From an optimization exercise on the open Yosys and OpenROAD flow, aimed at small area, a short achievable clock period and few clock cycles per item; shortcuts taken in it are not production practice.
The RTL was checked by simulation tests, not by an equivalence proof against the original design.

## aes256_enc
module aes256_enc (
    input  wire         clk,
    input  wire         rst,         
    input  wire         in_valid,
    output wire         in_ready,
    input  wire [255:0] key,
    input  wire [127:0] block_in,
    output wire         out_valid,
    input  wire         out_ready,
    output wire [127:0] block_out
);
    localparam W1 = 18;              
    localparam [1:0] EMPTY = 2'd0, ACTIVE = 2'd1, DONE = 2'd2;
    reg  [127:0]     s0;     
    reg  [255:0]     k0;     
    reg  [1:0]       st0;
    reg  [3:0]       rnd0;   
    reg  [1:0]       tk0;    
    reg  [16*W1-1:0] c1;     
    reg  [255:0]     k1;
    reg  [4*W1-1:0]  kc1;
    reg  [1:0]       st1;
    reg  [3:0]       rnd1;
    reg  [1:0]       tk1;
    reg              last1;      
    reg              act1;       
    reg              fin1;       
    reg              done1;      
    reg              to_obuf;    
    reg              free1;      
    reg  [127:0]     obuf;   
    reg              ovalid;
    reg  [1:0]       in_tk;  
    reg  [1:0]       o_tk;   
    assign in_ready  = free1;
    assign out_valid = ovalid;
    assign block_out = obuf;
    wire start = in_valid && free1;
    wire [16*W1-1:0] da;
    genvar i;
    generate
        for (i = 0; i < 16; i = i + 1) begin : g_sa
            aes_sbox_a u_sa (
                .a(s0[127 - 8*i -: 8]),
                .p(da[16*W1-1 - W1*i -: W1])
            );
        end
    endgenerate
    wire [31:0]     w_last = k0[31:0];
    wire [4*W1-1:0] ka;
    generate
  ...
export LEC_CHECK = 0
export CAP_MARGIN = 20
export CORE_MARGIN = 2
export CORE_UTILIZATION = 35
export SETUP_SLACK_MARGIN = 2.8
export SLEW_MARGIN = 20
export TNS_END_PERCENT = 5
create_clock -name core_clock -period 6.0 [get_ports {clk}]
standard.sh (not shown) runs the stock make flow with config.mk's settings and CLKGATE_MAP_FILE= SYNTH_SCRIPT=/design/flow/synth_recipe.tcl, a recipe that flattens the netlist after the stock synthesis.
==> flow/flow/run.sh <==
#!/bin/bash
# Layout flow: the standard flow (standard.sh: ORFS synthesis,
# floorplan, placement, CTS, routing and finish) with two changes:
#  1. Synthesis is the standard flow's own (synth_recipe.tcl), except that ABC maps the
#     logic with flow/abc.script, which recovers area after delay-oriented
#     mapping, instead of ORFS's abc_speed.script (see flow/synth.tcl).
#  2. Global placement gives every input and output port a buffer of the
#     platform's smallest buffer cell, sky130_fd_sc_hd__buf_1, instead of the
#     resizer's default choice. Later repair may resize it.
# make's output goes to standard.log; each ORFS step keeps its own log under
# orfs/logs/.
set -euo pipefail
cd "$(dirname "$0")/.."
W=$PWD
export MY_ABC_SCRIPT=$W/flow/abc.script
export FLOW_SYNTH_TCL=$W/synth_recipe.tcl
export BUFFER_PORTS_ARGS="-buffer_cell sky130_fd_sc_hd__buf_1"
sed -E "s#'?SYNTH_SCRIPT=[^ ']*'?#SYNTH_SCRIPT=$W/flow/synth.tcl#" standard.sh > own_standard.sh
grep -q "SYNTH_SCRIPT=$W/flow/synth.tcl" own_standard.sh
bash own_standard.sh finish > standard.log 2>&1
==> flow/flow/abc.script <==
&get -n
&st
&dch
&nf -R 1000 -p
&put
buffer -c
topo
stime -c
upsize -c
dnsize -c
==> flow/flow/synth.tcl <==
# The standard flow's own synthesis (synth_recipe.tcl in the work folder, which sources
# ORFS's synth.tcl), with one change: ABC maps the logic with the script
# named by MY_ABC_SCRIPT (flow/abc.script) in place of ORFS's
# abc_speed.script. Flip-flops are mapped before ABC runs, so the registers
# are those of the standard synthesis.
proc abc {args} {
  set i [lsearch -exact $args -script]
  if {$i >= 0} {
    lset args [expr {$i + 1}] $::env(MY_ABC_SCRIPT)
  }
  yosys abc {*}$args
}
source $::env(FLOW_SYNTH_TCL)
Testbench counts at the start, summed over its fixed seeds: cycles 28,712, items 2,048.
Then changed:
==> flow/flow/run.sh (replaced) <==
#!/bin/bash
# Layout flow: the standard flow (standard.sh: the standard synthesis,
# floorplan, placement, CTS, routing and finish), with one change: the
# buffer that global placement puts on every input and output port is the
# platform's smallest buffer, sky130_fd_sc_hd__buf_1, instead of the
# resizer's default choice. Later repair may still resize it.
# The make output goes to standard.log; each ORFS step keeps its own log
# under orfs/logs/.
set -euo pipefail
cd "$(dirname "$0")/.."
export BUFFER_PORTS_ARGS="-buffer_cell sky130_fd_sc_hd__buf_1"
bash standard.sh finish > standard.log 2>&1
removed: flow/flow/abc.script
removed: flow/flow/synth.tcl
Outcome: Final cell count grows by 8.9%. Synthesized cell count grows by 9.8%. Final area grows by 8.8%.

aes256_enc, a different RTL version from the one above (not shown whole).
For scale: roughly 6200 cells after synthesis, roughly 520 I/O pins, roughly 0.063 mm² of cells after synthesis.
## aes256_enc
module aes256_enc (
    input  wire         clk,
    input  wire         rst,         
    input  wire         in_valid,
    output wire         in_ready,
    input  wire [255:0] key,
    input  wire [127:0] block_in,
    output wire         out_valid,
    input  wire         out_ready,
    output wire [127:0] block_out
);
export LEC_CHECK = 0
export CAP_MARGIN = 20
export CORE_MARGIN = 2
export CORE_UTILIZATION = 35
export SETUP_SLACK_MARGIN = 2.6
export SLEW_MARGIN = 20
export TNS_END_PERCENT = 5
create_clock -name core_clock -period 6.0 [get_ports {clk}]
==> flow/flow/run.sh <==
#!/bin/bash
# Layout flow: the standard flow (standard.sh: ORFS synthesis,
# floorplan, placement, CTS, routing and finish) with two changes:
#  1. Synthesis is the standard flow's own (synth_recipe.tcl), except that ABC maps the
#     logic with flow/abc.script, an area-oriented mapping (&nf with the
#     delay constraint relaxed), instead of ORFS's abc_speed.script, which
#     maps for the least delay (see flow/synth.tcl).
#  2. Global placement gives every input and output port a buffer of the
#     platform's smallest buffer cell, sky130_fd_sc_hd__buf_1, instead of the
#     resizer's default choice. Later repair may resize it.
# make's output goes to standard.log; each ORFS step keeps its own log under
# orfs/logs/.
set -euo pipefail
cd "$(dirname "$0")/.."
W=$PWD
export MY_ABC_SCRIPT=$W/flow/abc.script
export FLOW_SYNTH_TCL=$W/synth_recipe.tcl
export BUFFER_PORTS_ARGS="-buffer_cell sky130_fd_sc_hd__buf_1"
sed -E "s#'?SYNTH_SCRIPT=[^ ']*'?#SYNTH_SCRIPT=$W/flow/synth.tcl#" standard.sh > own_standard.sh
grep -q "SYNTH_SCRIPT=$W/flow/synth.tcl" own_standard.sh
bash own_standard.sh finish > standard.log 2>&1
==> flow/flow/abc.script <==
&get -n
&st
&dch
&nf -R 1000 -p
&put
buffer -c
topo
stime -c
upsize -c
dnsize -c
==> flow/flow/synth.tcl <==
# The standard flow's own synthesis (synth_recipe.tcl in the work folder, which sources
# ORFS's synth.tcl), with one change: ABC maps the logic with the script
# named by MY_ABC_SCRIPT (flow/abc.script) in place of ORFS's
# abc_speed.script. Flip-flops are mapped before ABC runs, so the registers
# are those of the standard synthesis.
proc abc {args} {
  set i [lsearch -exact $args -script]
  if {$i >= 0} {
    lset args [expr {$i + 1}] $::env(MY_ABC_SCRIPT)
  }
  yosys abc {*}$args
}
source $::env(FLOW_SYNTH_TCL)
The first run finished with timing, DRC and antenna clean.
Testbench counts at the start, summed over its fixed seeds: cycles 28,712, items 2,048.
Next try:
- CTS_CLUSTER_DIAMETER: not set -> 60
- CTS_CLUSTER_SIZE: not set -> 20
- TNS_END_PERCENT: 5 -> 0
Effect: Count of clock-buffer cells in the layout is lower by 68.
Next try:
- PLACE_DENSITY: not set -> 0.75
- SETUP_SLACK_MARGIN: 2.6 -> 3.1
Synthesized area does not change.
Routed wire length grows by about 2.5%.
Non-clock buffer count grows by 255.
Fmax grows by 8.5%.
Next try:
- SETUP_SLACK_MARGIN: 3.1 -> 2.9
The changed run finished with timing, DRC and antenna clean.
Register-to-register slack degrades by 0.16 ns.
Setup slack degrades by 0.16 ns.
Non-clock buffer count goes down by 103.
Sequential cell count does not change.
Final area goes down by a few percent.
Routed wire length goes down slightly.
Global-route usage goes down by 0.33 points.
Via count goes down slightly.
First-iteration DRC count goes up by a few percent.
Die area is unchanged.

[port drivers added, routing unchanged]
No port has a modelled driver above. Below, the same layouts with a new extraction and two added sets of constraints.
Step 1 sets driving cells, clkbuf_16 on the clock port and buf_2 on the other inputs (assumed; they add their load-dependent delay and slew).
Step 2 adds t to the input delays and takes it off the output delays; t is the mean of the earliest and latest rising clock arrival at the registers after step 1. Input paths then give back, and output paths get back, about the clock's delay inside the block.
Three values: ideal, step 1, step 2; two values: the first two.
| run | t (ns) | slack for setup (ns) | hold slack, ns | clock arrival spread, ns | worst slew at a driven data input, ns |
|---|---|---|---|---|---|
| the first run of note 1 | 0.863 | 2.574 / 2.574 / 2.574 | 0.301 / 0.301 / 0.301 | 0.043 / 0.043 | 0.20 |
| the second run of note 1 | 0.887 | 2.568 / 2.568 / 2.568 | 0.298 / 0.298 / 0.298 | 0.042 / 0.042 | 0.20 |
| the first run of note 2 | 0.874 | 2.453 / 2.453 / 2.453 | 0.350 / 0.350 / 0.350 | 0.037 / 0.038 | 0.18 |
| the second run of note 2 | 0.842 | 2.537 / 2.537 / 2.537 | 0.357 / 0.357 / 0.357 | 0.060 / 0.060 | 0.20 |
| the third run of note 2 | 0.814 | 2.809 / 2.809 / 2.809 | 0.350 / 0.350 / 0.350 | 0.046 / 0.045 | 0.10 |
| the fourth run of note 2 | 0.824 | 2.651 / 2.651 / 2.651 | 0.349 / 0.349 / 0.349 | 0.044 / 0.044 | 0.10 |
After both steps every run listed still meets setup and hold.
